Context: an optimization exercise on an open-source flow, tuned for small area, a short achievable clock period and few clock cycles per item. The choices shown serve that exercise and are no tape-out recipe. The RTL was checked by simulation tests, not by an equivalence proof against the original design. Power figures rest on the tool's default switching activity, not on a simulated workload.

==> flow/design.v, too long to show whole: its modules and the start of the top module <==
// module wz_fxu_fa: 4 lines
// module wz_fxu_ha: 4 lines
// module wz_fxu: 1049 lines
module wz_fxu (
    input  wire        clk,
    input  wire        rst,
    input  wire        in_valid,
    output wire        in_ready,
    input  wire [4:0]  in_op,
    input  wire        in_q,       
    input  wire [1:0]  in_t,       
    input  wire [3:0]  in_x,       
    input  wire [63:0] in_a,
    input  wire [63:0] in_b,
    output reg         out_valid,
    output reg  [63:0] out_data,
    output reg         out_ill
);
  // ...
==> flow/flow/run.sh <==
#!/bin/bash
set -euo pipefail
bash standard.sh SETUP_SLACK_MARGIN=12 REMOVE_ABC_BUFFERS=1 finish > make.log 2>&1
==> flow/standard.sh <==
#!/bin/bash
# synth_recipe.tcl (not shown) runs the flow's synth.tcl, then flattens the netlist and writes it again
# the make line also repeats each setting of config.mk as NAME=value (left out here)
make -C /OpenROAD-flow-scripts/flow DESIGN_CONFIG=/design/flow/config.mk WORK_HOME=/design/flow/orfs CLKGATE_MAP_FILE= SYNTH_SCRIPT=/design/flow/synth_recipe.tcl "${@:-finish}"
==> flow/config.mk <==
export PLATFORM = sky130hd
export DESIGN_NAME = wz_fxu
export DESIGN_NICKNAME = wz_fxu
export VERILOG_FILES = /design/flow/design.v
export SDC_FILE = /design/flow/constraint.sdc
export NUM_CORES = 4
export LEC_CHECK = 0
export CAP_MARGIN = 70
export CORE_MARGIN = 2
export CORE_UTILIZATION = 40
export PLACE_DENSITY = 0.6
export SLEW_MARGIN = 70
export SYNTH_HIERARCHICAL = 1
==> flow/constraint.sdc <==
create_clock -name core_clock -period 17.0 [get_ports {clk}]
set_input_delay 3.4000 -clock core_clock [delete_from_list [all_inputs] [get_ports {clk}]]
set_output_delay 3.4000 -clock core_clock [all_outputs]
set_load 0.01 [all_outputs]
==> metrics.md, run 1 <==
| Metric | Value |
|---|---|
| Status | `timing/DRC/antenna clean` |
| Met3 usage | `between 9 and 10%` |
| Mapped Area | `about 65000 um^2` |
| Largest Register | `f3` |
| Final hold violation count | `0` |
| Metal-1 WL | `105 mm` |
| Compound-Gate Fraction of Synth Area | `between 20 and 25%` |
| Clk sinks | `825` |
| Post-synthesis mux area share | `between 2 and 3%` |
| WHS Path Cells | `0` |
| DP Wirelength | `roughly 190 mm` |
| Sw Ratio | `between 40% and 50%` |
| Core ar. | `approximately 160000 um^2` |
| Reg2Reg Depth | `21` |
| # DRC | `0` |
| Initial Utilization | `about 40%` |
| Hold WC Path Type | `reg2reg` |
| CTS tree | `built` |
| Post-CTS Resized | `just over 400` |
| Power Sequential | `around 2400 uW` |
| Post-layout net count | `7891` |
| Global router's overall resource usage | `between 30% and 40%` |
| Worst setup path start | `rn2[2]$_DFF_P_` |
| Crit path kind | `reg2reg` |
| Biggest Area Class | `multi-input combinational cells` |
| Routed vias/inst | `~6.4` |
| Skew final | `~43 ps` |
Testbench counts, summed over its fixed seeds: cycles 12,032, items 12,000.
==> inputs of run 2 (changes only) <==
--- a/flow/design.v
+++ b/flow/design.v
@@ -932,18 +932,16 @@
     wire [80:0] ea = {ta[79], ta};
     wire [80:0] x_s, x_m;
     genvar g;
     generate
         for (g = 0; g < 81; g = g + 1) begin : g_csa
             wz_fxu_fa u_fa (.a(ea[g]), .b(s2[g]), .c(c2[g]), .s(x_s[g]), .co(x_m[g]));
         end
     endgenerate
-    wire        inj = trd3_2 & ta[79] & (pend2 ? ~(q2 ? &ta[39:0] : &ta[55:0])
-                                                :  (q2 ? |ta[39:0] : |ta[55:0]));
     wire [80:0] x_c = {x_m[79:0], cin2 | pend2};
     wire [80:0] sum = x_s + x_c;
     wire        t_ovf = (mac2 & (sum[80] ^ sum[79])) | (shl2 & ~mat2 & sh_ovf);
     wire        t_sgn = mac2 ? sum[80] : ta[79];
     wire        t_clamp = t_ovf & sat;
     wire [95:0] sh_x = shl2 ? {ta, 16'd0} : {{17{ta[79]}}, ta[79:1]};
     wire [3:0]  sh_m = shl2 ? ~x2 : x2;
     wire [95:0] sh_y = sh_x >> sh_m;
@@ -966,19 +964,16 @@
     wire [15:0] sh_neq;
     generate
         for (g = 0; g < 16; g = g + 1) begin : g_neq
             assign sh_neq[g] = ta[78-g] ^ ta[79];
         end
     endgenerate
     assign sh_ovf = |(sh_neq & (oh_x | lt_x));
     wire [79:0] t_new = (sh2 & ~mat2) ? sh_v : sum[79:0];
-    wire        tie_a = pend2 ? (q2 ? (~ta[39] & &ta[38:0]) : (~ta[55] & &ta[54:0]))
-                              : (q2 ? (ta[39] & ~|ta[38:0]) : (ta[55] & ~|ta[54:0]));
-    wire        q_fix = fix2 & (trd2 ? tie_a : tie2);
     wire [3:0]  e_we  = {4{v2}} & we2;
     wire [3:0]  tz_n  = rst ? 4'hF : (tz & ~e_we);
     wire [3:0]  cl_n  = (e_we & {4{t_clamp}}) | (~e_we & cl);
     wire [3:0]  pd_n  = (e_we & {4{shr2 & ~mat2 & sh_inc}}) | (~e_we & pd);
     wire [3:0]  sg_n  = (e_we & {4{t_sgn}}) | (~e_we & sg);
     wire [3:0]  sel_n = (v2 & mat2) ? sel2 : ({4{rd_any}} & (4'd1 << rsel_t));
     wire [3:0]  rc_n  = sel_n & ~tz_n & cl_n;
     wire        c_lo_n = |(rc_n & ~sg_n);
@@ -998,42 +993,48 @@
         k_d  <= c_lo_n | (~q_n & (rco_n | rch_n));
         k_e  <= c_lo_n;
         k_f  <= |(rc_n & sg_n);
         if (e_we[0]) till0 <= t_new;
         if (e_we[1]) till1 <= t_new;
         if (e_we[2]) till2 <= t_new;
         if (e_we[3]) till3 <= t_new;
     end
-    reg        inj3;
+    reg        trd3_3, trd2_3, tie3;
     reg        v3, qop3, q3, fix3, sat3, tsvl3, tsvh3, crd3, cwr3, cwsov3, ill3, tcl3;
     reg [1:0]  rm3;
     reg [80:0] f3;
     always @(posedge clk) begin
         if (rst) v3 <= 1'b0;
         else     v3 <= v2 & ~mat2;
         f3     <= sum;
         qop3   <= qop2;
         q3     <= q2;
-        fix3   <= q_fix;
-        inj3   <= inj;
+        fix3   <= fix2;
+        trd2_3 <= trd2;
+        trd3_3 <= trd3_2;
+        tie3   <= tie2;
         sat3   <= sat;
         rm3    <= rm;
         tsvl3  <= tsvl2;
         tsvh3  <= tsvh2;
         crd3   <= crd2;
         cwr3   <= cwr2;
         cwsov3 <= cwsov2;
         ill3   <= ill2;
         tcl3   <= t_clamp;
     end
     wire [40:0] q_v0  = {f3[80:56], q3 ? f3[55:40] : 16'd0};
     wire [40:0] q_lsb = q3 ? 41'd1 : 41'h10000;
-    wire [40:0] q_v1  = q_v0 + ({41{inj3}} & q_lsb);
-    wire [40:0] q_v   = q_v1 & ~({41{fix3}} & q_lsb);
+    wire        r_nz  = q3 ? |f3[39:0] : |f3[55:0];
+    wire        inj3  = trd3_3 & f3[80] & r_nz;
+    wire        q_fix = fix3 & (trd2_3 ? ~r_nz : tie3);
+    wire [40:0] q_up  = q_v0 + q_lsb;
+    wire [40:0] q_v1  = inj3 ? q_up : q_v0;
+    wire [40:0] q_v   = q_v1 & ~({41{q_fix}} & q_lsb);
     wire [31:0] q_w   = q3 ? q_v[31:0] : {q_v[31:16], 16'd0};
     wire        q_in  = (q_v[40:31] == 10'd0) | (q_v[40:31] == 10'h3FF);
     wire        q_clamp = ~q_in & sat3;
     wire [31:0] q_c   = q_clamp ? {q_v[40], {31{~q_v[40]}}} : q_w;
     wire [63:0] q_out = q3 ? {{32{q_c[31]}}, q_c} : {{48{q_c[31]}}, q_c[31:16]};
     wire [63:0] res = qop3  ? q_out :
                       tsvl3 ? f3[63:0] :
                       tsvh3 ? {48'd0, f3[79:64]} :
==> flow/flow/run.sh (replaced) <==
#!/bin/bash
set -euo pipefail
bash standard.sh SETUP_SLACK_MARGIN=12 finish > make.log 2>&1
==> run 2 against run 1 <==
Compared with the run above:
- still clean on timing, DRC and antenna
- clock-buffer cell count grew 6
- total power grew 12%
- sequential share of layout area shrank 0.44 points
- routed wire length grew 6.0%
- hold slack lost 29 ps
- critical path type unchanged
==> metrics.md, run 2 <==
| Metric | Value |
|---|---|
| Layout Area Growth over Synthesis | `25.0% (was 23.3%)` |
| I/O pins | `210 (unchanged)` |
| Startpoint Class | `register (unchanged)` |
| Most numerous cell on the critical path | `buf_16 (unchanged)` |
| Most common cell in the netlist | `nand2_1 (unchanged)` |
| Initial Utilization | `40.3% (about the same)` |
| Gate power share | `62.1% (was 59.2%)` |
| Largest register FFs | `81 (unchanged)` |
| Pin count of the biggest net entering global routing | `78 (unchanged)` |
| Drt first-iter violations | `8751 (was 8907)` |
| Period utilization | `33.2% (was 33.1%)` |
| Clk slew on worst S/H paths | `70 ps (was 60 ps)` |
| IO Port Bufs | `177 (unchanged)` |
| Slowest stage cell, crit path | `fa_2 (was fa_1)` |
| # DRC | `0 (unchanged)` |
| Total clock buffers created by CTS | `91 (was 88)` |
| Share of the synthesized area in the top cell type | `15.9% (was 16.0%)` |
| Sequential Power Share | `20.3% (was 22.3%)` |
| Cell Pwr Density | `146 nW/um^2 (was 133 nW/um^2)` |
| Clock power frac | `17.5% (was 18.5%)` |
| Setup TNS | `0 ps (unchanged)` |
| Post-DP Area | `72500 um^2 (was 72200 um^2)` |
| Hold Buf Count CTS | `0 (unchanged)` |
| Worst reg2reg startpoint | `rn2[3]$_DFF_P_ (was rn2[2]$_DFF_P_)` |
| Routed length per placed instance | `32.0 um (was 30.2 um)` |
| Final instance area | `81800 um^2 (was 80000 um^2)` |
| Cell Int Power | `6390 uW (was 6000 uW)` |
| Commonest cells after routing, fill and taps aside | `xnor2_1, nand2_1, a22oi_1 (was nand2_1, xnor2_1, a22oi_1, fa_1, dfxtp_1)` |
| Final setup fails | `0 (unchanged)` |
| CTS tree | `built (unchanged)` |
| Worst path top cell family by delay | `compound AO/OA/AOI/OAI gates (unchanged)` |
| Hold WC Path Type | `reg2reg (unchanged)` |
| Final slew viol count | `0 (unchanged)` |
| Buf/Inv on CP | `7 (was 5)` |
| Die Span Y | `408 um (was 407 um)` |
| EDFF count, synth | `335 (unchanged)` |
| Crit path kind | `reg2reg (unchanged)` |
| WP depth | `22 (was 21)` |
| GP Congestion | `0.973 (was 0.981)` |
| Vias | `60.4k (was 59.5k)` |
| Leakage | `0.0313 uW (was 0.0302 uW)` |
| Hold Startpoint | `fix2$_DFF_P_ (was ill3$_DFF_P_)` |
| Top_reg_cell synth | `dfxtp_1 (unchanged)` |
| Die Wd | `408 um (was 407 um)` |
| Hold Slack | `291 ps (was 321 ps)` |
| Largest Register | `f3 (unchanged)` |
| Slew @ Worst Pin | `624 ps (was 497 ps)` |
| Reg2Reg Depth | `22 (was 21)` |
| NetSw | `5520 uW (was 4630 uW)` |
| Rows | `148 (was 147)` |
| Max-slew headroom | `57.9% (was 66.7%)` |
| Crit path largest cell delay | `620 ps (was 500 ps)` |
| Crit-path cells | `buf_16 > buf_16 > buf_12 > buf_16 > a222oi_1 > buf_2 > nand2_4 > fa_2 > ha_4 > o211ai_1 > a21oi_4 > a2111oi_4 > buf_4 > o311ai_4 > a21boi_4 > o31ai_4 > buf_12 > a31o_4 > a221o_1 > a211o_1 > a311o_1 > a21o_1 (was buf_16 > buf_16 > buf_16 > a222oi_1 > and2_4 > clkinvlp_4 > fa_1 > ha_4 > nand4_1 > nor2_2 > a32oi_1 > buf_4 > a21oi_4 > o2111ai_4 > o31ai_4 > a21oi_4 > o31a_1 > and2_4 > o31a_1 > or3_1 > and3_4)` |
| Setup slack, reg-to-reg | `11360 ps (was 11380 ps)` |
| Post-synthesis cell type count | `104 (was 90)` |
| Min cycle time layout | `5640 ps (was 5620 ps)` |
| Register area share after synthesis | `30.4% (was 30.6%)` |
| Critical Path End Type | `register (unchanged)` |
| Cell taking the most area after synthesis | `fa_1 (unchanged)` |
| Top cells by area, synth | `fa_1, edfxtp_1, dfxtp_1 (unchanged)` |
| DP Wirelength | `203 mm (was 190 mm)` |
| GRT overflow | `0 (unchanged)` |
| Vias in the first global route | `58.1k (was 58.3k)` |
| Total Wirelength | `298 mm (was 281 mm)` |
| Core ar. | `163000 um^2 (was 161000 um^2)` |
| Post-layout net count | `7867 (was 7891)` |
| Clock latency on the worst-skew pair | `760 ps (was 750 ps)` |
| Most common cell after layout, fill and taps aside | `xnor2_1 (was nand2_1)` |
| Sw Ratio | `46.3% (was 43.6%)` |
| Achievable frequency | `177 MHz (was 178 MHz)` |
| First-pass DRT Iterations | `9 (was 12)` |
| Synth top cells by count | `nand2_1, xnor2_1, a22oi_1 (was nand2_1, xnor2_1, fa_1)` |
| Data required time at the worst endpoint | `17470 ps (was 17480 ps)` |
| Seq cells post-synth | `827 (was 825)` |
| CP Data Arrival Time | `6110 ps (about the same)` |
| CTS Root Cell | `clkbuf_16 (unchanged)` |
| Global router's overall resource usage | `33.9% (was 33.1%)` |
| Worst setup path start | `rn2[3]$_DFF_P_ (was rn2[2]$_DFF_P_)` |
| Synth warn | `7 (unchanged)` |
| Clk sinks | `827 (was 825)` |
| Layout cell share with drive strength beyond 1 | `20.7% (was 17.9%)` |
| Status | `timing/DRC/antenna clean (unchanged)` |
| Mapped Area | `65400 um^2 (was 64900 um^2)` |
| Post-synth ARST share | `0% (unchanged)` |
| Reg-to-reg endpoint | `till0[74]$_DFFE_PP_ (was till1[73]$_DFFE_PP_)` |
| Mean Syn Cell Area | `9.61 um^2 (was 9.37 um^2)` |
| Final hold violation count | `0 (unchanged)` |
| Clock Path Buffers | `3 (unchanged)` |
| Post-synthesis cell count | `6809 (was 6923)` |
| Worst VDD drop | `0.446 mV (was 0.191 mV)` |
| Hold EP | `fix3$_DFF_P_ (was out_ill$_DFF_P_)` |
| Global-route wire length before repair | `417 mm (was 402 mm)` |
| Post-route ant nets | `0 (unchanged)` |
| Die footprint | `167000 um^2 (was 165000 um^2)` |
| RSZ-0062 raised after global routing | `yes (unchanged)` |
| WHS Path Cells | `0 (unchanged)` |
| Initial antenna violation count | `21 (was 10)` |
| Skew final | `92.0 ps (was 43.5 ps)` |
| # Max-Cap Violations | `0 (unchanged)` |
| Routed vias/inst | `6.49 (was 6.41)` |
| Max H-tree Level | `3 (unchanged)` |
| CP max FO | `5 (was 8)` |
run 2: changes by cell type after synthesis, moves of 19 or more:
cell      change
nor2_1       -41
mux2i_1      +51
and3_1       +21
a21o_1       +19
a211oi_1     -27
inv_1        -25
and2_1       -21
clkbuf_1     -25
o21ai_0      -40
nand2_1      -82
run 2: worst register-to-register path, delay by kind of cell, from the launching register on:
kind	cells	cell delay, ps
AO/OA/AOI/OAI	12	2940
buffers and inverters	7	1190
flip-flops	1	360
adder cells (fa/ha/maj)	2	840
AND/OR/NAND/NOR	1	80
run 2: cell type report:
class,instances,area (um^2)
fill,14694,80800
tap,2175,2720
timing repair buffer,765,8640
clock inverter,46,584
clock buffer,125,2610
antenna,12,30.0
multi-input combinational,5175,46400
inverter,172,688
sequential,827,20100
run 2: Yosys stat by module, one instance, submodules excluded:
module	cells inside	times used	cell area [um^2]	flip-flops and latches
wz_fxu	6249	1	54600	827
wz_fxu_ha	1	43	12.5	0
wz_fxu_fa	1	517	20.0	0
run 2: logic make-up (layout without fill, tap and decap cells):
| logic type | count (synthesis) | after routing | share of synthesized area (%) |
|---|---|---|---|
| simple gates | 1589 | 1589 | 11.3 |
| buf+inv | 807 | 1108 | 4.77 |
| mux | 214 | 214 | 4.19 |
| flops | 827 | 827 | 30.4 |
| xor+xnor | 756 | 756 | 10.1 |
| fa+ha+maj | 692 | 692 | 19.2 |
| other cells | 0 | 12 | 0 |
| compound gates | 1924 | 1924 | 20.0 |
run 2: timing repair:
item,4_1_cts,5_1_grt
setup endpoints to repair,408,334
buffers inserted,146,147
pin swaps,154,189
gates cloned,9,7
hold endpoints to repair,0,0
gates resized for setup,379,288
run 2: per-stage QoR:
| stage | util, % | instances | setup WS [ps] | power [uW] |
|---|---|---|---|---|
| global placement | 42.3 | 8664 | 9780 | 8900 |
| finish | 50.3 | 9297 | 11360 | 11900 |
| floorplan | - | 6809 | 12010 | 5870 |
| global route | 50.3 | 9285 | 11310 | 12300 |
| detailed placement | 44.6 | 8782 | 10600 | 9140 |
| CTS | 48.2 | 9108 | 11620 | 11300 |
run 2: worst max-delay path by stage:
stage                     slack (ps)                  end
final                          11360  till0[74]$_DFFE_PP_
after global routing           11310        pend2$_DFF_P_
after CTS                      11620  till3[74]$_DFFE_PP_
after detailed placement       10600  till1[74]$_DFFE_PP_
after global placement          9780       f3[77]$_DFF_P_
after floorplan                12010  till0[74]$_DFFE_PP_
run 2: layer usage:
| metal | vias to the layer above | part of all wire [%] | track usage, % |
|---|---|---|---|
| li1 | 24917 | - | - |
| met1 | 29433 | 36 | 42.9 |
| met2 | 4704 | 43 | 51.4 |
| met3 | 1284 | 12 | 9.12 |
| met4 | 12 | 8.4 | 21.4 |
| met5 | - | 0.032 | 0 |
run 2: power groups by stage:
stage / registers (uW) / logic, uW / clock network [uW]
6_report: 2420 / 7400 / 2090
3_5_place_dp: 2460 / 6680 / 0
4_1_cts: 2420 / 6790 / 2110
2_1_floorplan: 2350 / 3520 / 0
3_3_place_gp: 2480 / 6420 / 0
5_1_grt: 2430 / 7650 / 2190
Testbench counts of run 2, summed over its fixed seeds: cycles 12,032, items 12,000.
==> inputs of run 3 (changes only) <==
--- a/flow/config.mk
+++ b/flow/config.mk
@@ -7,3 +7,3 @@
 export LEC_CHECK = 0
-export CAP_MARGIN = 70
+export CAP_MARGIN = 40
 export CORE_MARGIN = 2
@@ -11,3 +11,3 @@
 export PLACE_DENSITY = 0.6
-export SLEW_MARGIN = 70
+export SLEW_MARGIN = 40
 export SYNTH_HIERARCHICAL = 1
==> run 3 against run 2 <==
Compared with the run above:
- hold slack worse by 7.6 ps
- critical path type unchanged
- via count down 1.7%
- combinational power down 2%
- clock-buffer cell count is 2 lower
- area after synthesis did not move
- still clean on timing, DRC and antenna
- largest cell class unchanged
- sequential cell count is the same
- highest routed layer unchanged
==> metrics.md, run 3 <==
| Metric | Value |
|---|---|
| Synth warn | `7 (unchanged)` |
| Clock Path Buffers | `3 (unchanged)` |
| Final setup fails | `0 (unchanged)` |
| Clk slew on worst S/H paths | `60 ps (was 70 ps)` |
| Drt first-iter violations | `8753 (was 8751)` |
| Mean Syn Cell Area | `9.61 um^2 (unchanged)` |
| Skew final | `62.0 ps (was 92.0 ps)` |
| Largest Register | `f3 (unchanged)` |
| Crit path largest cell delay | `540 ps (was 620 ps)` |
| Most common cell after layout, fill and taps aside | `xnor2_1 (unchanged)` |
| Initial Utilization | `40.3% (unchanged)` |
| Clk sinks | `827 (unchanged)` |
| EDFF count, synth | `335 (unchanged)` |
| Commonest cells after routing, fill and taps aside | `xnor2_1, nand2_1, a22oi_1 (unchanged)` |
| Worst reg2reg startpoint | `rn2[3]$_DFF_P_ (unchanged)` |
| Crit path kind | `reg2reg (unchanged)` |
| Total Wirelength | `297 mm (was 298 mm)` |
| Largest register FFs | `81 (unchanged)` |
| Placed Cells incl. Taps | `8672 (was 8782)` |
| Seq cells post-synth | `827 (unchanged)` |
| GP Congestion | `0.973 (unchanged)` |
| Initial antenna violation count | `21 (unchanged)` |
| Leakage | `0.0299 uW (was 0.0313 uW)` |
| Top_reg_cell synth | `dfxtp_1 (unchanged)` |
| CTS Root Cell | `clkbuf_16 (unchanged)` |
| Hold Startpoint | `tie2$_DFF_P_ (was fix2$_DFF_P_)` |
| Data required time at the worst endpoint | `17470 ps (about the same)` |
| Synth top cells by count | `nand2_1, xnor2_1, a22oi_1 (unchanged)` |
| Cell Pwr Density | `151 nW/um^2 (was 146 nW/um^2)` |
| Die Span Y | `408 um (unchanged)` |
| IO Port Bufs | `177 (unchanged)` |
| Min cycle time layout | `5350 ps (was 5640 ps)` |
| Slew @ Worst Pin | `970 ps (was 624 ps)` |
| Post-route ant nets | `0 (unchanged)` |
| Dpl ws | `9760 ps (was 10600 ps)` |
| Final instance area | `78000 um^2 (was 81800 um^2)` |
| Startpoint Class | `register (unchanged)` |
| Cell taking the most area after synthesis | `fa_1 (unchanged)` |
| Worst VDD drop | `0.383 mV (was 0.446 mV)` |
| Final slew viol count | `0 (unchanged)` |
| Status | `timing/DRC/antenna clean (unchanged)` |
| CP Data Arrival Time | `5820 ps (was 6110 ps)` |
| CTS tree | `built (unchanged)` |
| Layout Area Growth over Synthesis | `19.2% (was 25.0%)` |
| Layout cell share with drive strength beyond 1 | `16.9% (was 20.7%)` |
| Post-layout net count | `7727 (was 7867)` |
| Slowest stage cell, crit path | `fa_1 (was fa_2)` |
| First-pass DRT Iterations | `7 (was 9)` |
| Global-route wire length before repair | `416 mm (was 417 mm)` |
| Period utilization | `31.5% (was 33.2%)` |
| Buf/Inv on CP | `3 (was 7)` |
| Total clock buffers created by CTS | `90 (was 91)` |
| DP Wirelength | `194 mm (was 203 mm)` |
| Post-DP Area | `69100 um^2 (was 72500 um^2)` |
| Worst setup path start | `rn2[3]$_DFF_P_ (unchanged)` |
| Top cells by area, synth | `fa_1, edfxtp_1, dfxtp_1 (unchanged)` |
| RSZ-0062 raised after global routing | `yes (unchanged)` |
| Routed length per placed instance | `32.5 um (was 32.0 um)` |
| Rows | `148 (unchanged)` |
| Post-synthesis cell count | `6809 (unchanged)` |
| Hold WC Path Type | `reg2reg (unchanged)` |
| Register area share after synthesis | `30.4% (unchanged)` |
| Global router's overall resource usage | `34.0% (was 33.9%)` |
| Clock latency on the worst-skew pair | `740 ps (was 760 ps)` |
| Final worst slack | `11650 ps (was 11360 ps)` |
| # DRC | `0 (unchanged)` |
| Pin count of the biggest net entering global routing | `134 (was 78)` |
| Post-synthesis cell type count | `104 (unchanged)` |
| Vias in the first global route | `57.8k (was 58.1k)` |
| GRT overflow | `0 (unchanged)` |
| Vias | `59.3k (was 60.4k)` |
| I/O pins | `210 (unchanged)` |
| Max-slew headroom | `34.9% (was 57.9%)` |
| Setup TNS | `0 ps (unchanged)` |
| Final std cells w/o fill | `9151 (was 9297)` |
| Final core occ | `48.0% (was 50.3%)` |
| Core ar. | `163000 um^2 (unchanged)` |
| Crit-path cells | `buf_16 > a222oi_1 > and2_4 > inv_4 > fa_1 > ha_4 > o211ai_1 > a21oi_4 > a2111oi_4 > o311ai_4 > a21boi_2 > o31ai_4 > buf_12 > a31o_4 > a221o_1 > a211o_1 > a311o_2 > a21o_1 (was buf_16 > buf_16 > buf_12 > buf_16 > a222oi_1 > buf_2 > nand2_4 > fa_2 > ha_4 > o211ai_1 > a21oi_4 > a2111oi_4 > buf_4 > o311ai_4 > a21boi_4 > o31ai_4 > buf_12 > a31o_4 > a221o_1 > a211o_1 > a311o_1 > a21o_1)` |
| Die footprint | `167000 um^2 (unchanged)` |
| Die Wd | `408 um (unchanged)` |
| CP max FO | `10 (was 5)` |
| Share of the synthesized area in the top cell type | `15.9% (unchanged)` |
| Post-synth ARST share | `0% (unchanged)` |
| Critical Path End Type | `register (unchanged)` |
| Max H-tree Level | `3 (unchanged)` |
| Worst path top cell family by delay | `compound AO/OA/AOI/OAI gates (unchanged)` |
| Routed vias/inst | `6.48 (was 6.49)` |
| # Max-Cap Violations | `0 (unchanged)` |
| Final hold violation count | `0 (unchanged)` |
| Achievable frequency | `187 MHz (was 177 MHz)` |
| Mapped Area | `65400 um^2 (unchanged)` |
| Most common cell in the netlist | `nand2_1 (unchanged)` |
[run 3: changes by cell type in the layout (fill, tap and decap cells not counted), moves of 19 or more]
cell / change
buf_4: +46
buf_16: -37
buf_2: -20
buf_6: -49
o21ai_0: +31
dfxtp_1: +23
o21ai_2: -21
buf_8: -43
nor2_1: +20
xnor2_1: +19
[run 3: what timing repair did]
item	4_1_cts	5_1_grt
endpoints found under the setup margin	468	283
hold endpoints to repair	0	0
buffers inserted	192	95
hold buffers	0	0
resized for setup	497	255
cloned	9	7
pin swaps	169	132
[run 3: cell families (layout without fill, tap and decap cells)]
group,count (synthesis),in the layout,share of synthesized area (%)
AO/OA/AOI/OAI,1924,1924,20.0
XOR/XNOR,756,756,10.1
adder cells (fa/ha/maj),692,692,19.2
buffers and inverters,807,967,4.77
flip-flops,827,827,30.4
multiplexers,214,214,4.19
other,0,7,0
AND/OR/NAND/NOR,1589,1589,11.3
[run 3: power by group]
group,internal (uW),switching [uW],leakage [uW]
Sequential,2240,205,0.00714
Combinational,2840,4400,0.0212
Clock,1190,876,0.00152
[run 3: final cells by class]
class	instances	area [um^2]
clock buffers	123	2580
clock inverters	46	574
inverters	172	674
well taps	2175	2720
multi-input cells	5175	45000
diodes	7	17.5
flip-flops and latches	827	20100
fillers	15093	84600
repair buffers	626	6350
[run 3: metal layers]
metal	vias to the layer above	routed length [um]	global-route usage, %
met1	28788	107000	42.5
met3	1301	37900	9.96
met5	-	189	0.0575
li1	24611	-	-
met4	28	25500	21.9
met2	4597	127000	51.2
[run 3: path summary, 6_finish.rpt]
| kind | end | slack [ps] | cells after the start |
|---|---|---|---|
| setup / recovery | till1[74]$_DFFE_PP_ | 11650 | 18 |
| hold / removal | tie3$_DFF_P_ | 280 | 0 |
| setup reg to reg | till1[74]$_DFFE_PP_ | 11650 | 18 |
| hold reg to reg | tie3$_DFF_P_ | 280 | 0 |
[run 3: worst register-to-register path: cells and delay by family, from the launching register on]
family          cells  cell delay (ps)
compound gates     12             3170
fa+ha+maj           2              750
buf+inv             3              440
flops               1              440
simple gates        1              280
[run 3: stage by stage]
stage          power (uW)  hold slack (ps)
2_1_floorplan        5870              310
5_1_grt             12100              292
4_1_cts             11200              276
3_5_place_dp         8990              313
6_report            11800              284
3_3_place_gp         8900              313
[run 3: Yosys stat by module (local to each module, per instance)]
module / flops+latches / area [um^2]
wz_fxu: 827 / 54600
wz_fxu_fa: 0 / 20.0
wz_fxu_ha: 0 / 12.5

==> what the ideal ports hide <==
The flow's constraints put no driver on any port. The routed layouts listed below were extracted and timed again, unchanged, in two steps.
Step 1 assumes that a clkbuf_16 drives the clock port and a buf_2 every other input.
Step 2, shift: input delay + t, output delay - t, t = (earliest + latest rising clock arrival at the registers) / 2. This alone moves slack from input paths to output paths.
a / b / c = ideal / step 1 / step 2; a / b = the first two.
run | shift t [ns] | slack for setup (ns) | latest minus earliest clock arrival (ns)
run 1 | 0.808 | 11.376 / 11.376 / 11.114 | 0.044 / 0.044
run 2 | 0.804 | 11.362 / 11.362 / 11.362 | 0.093 / 0.093
run 3 | 0.795 | 11.649 / 11.649 / 11.177 | 0.063 / 0.062
After both steps setup and hold are still met in every run listed. The setup slack of run 3, which loses most, moves by 0.000 ns with the drivers and by -0.472 ns with both steps.
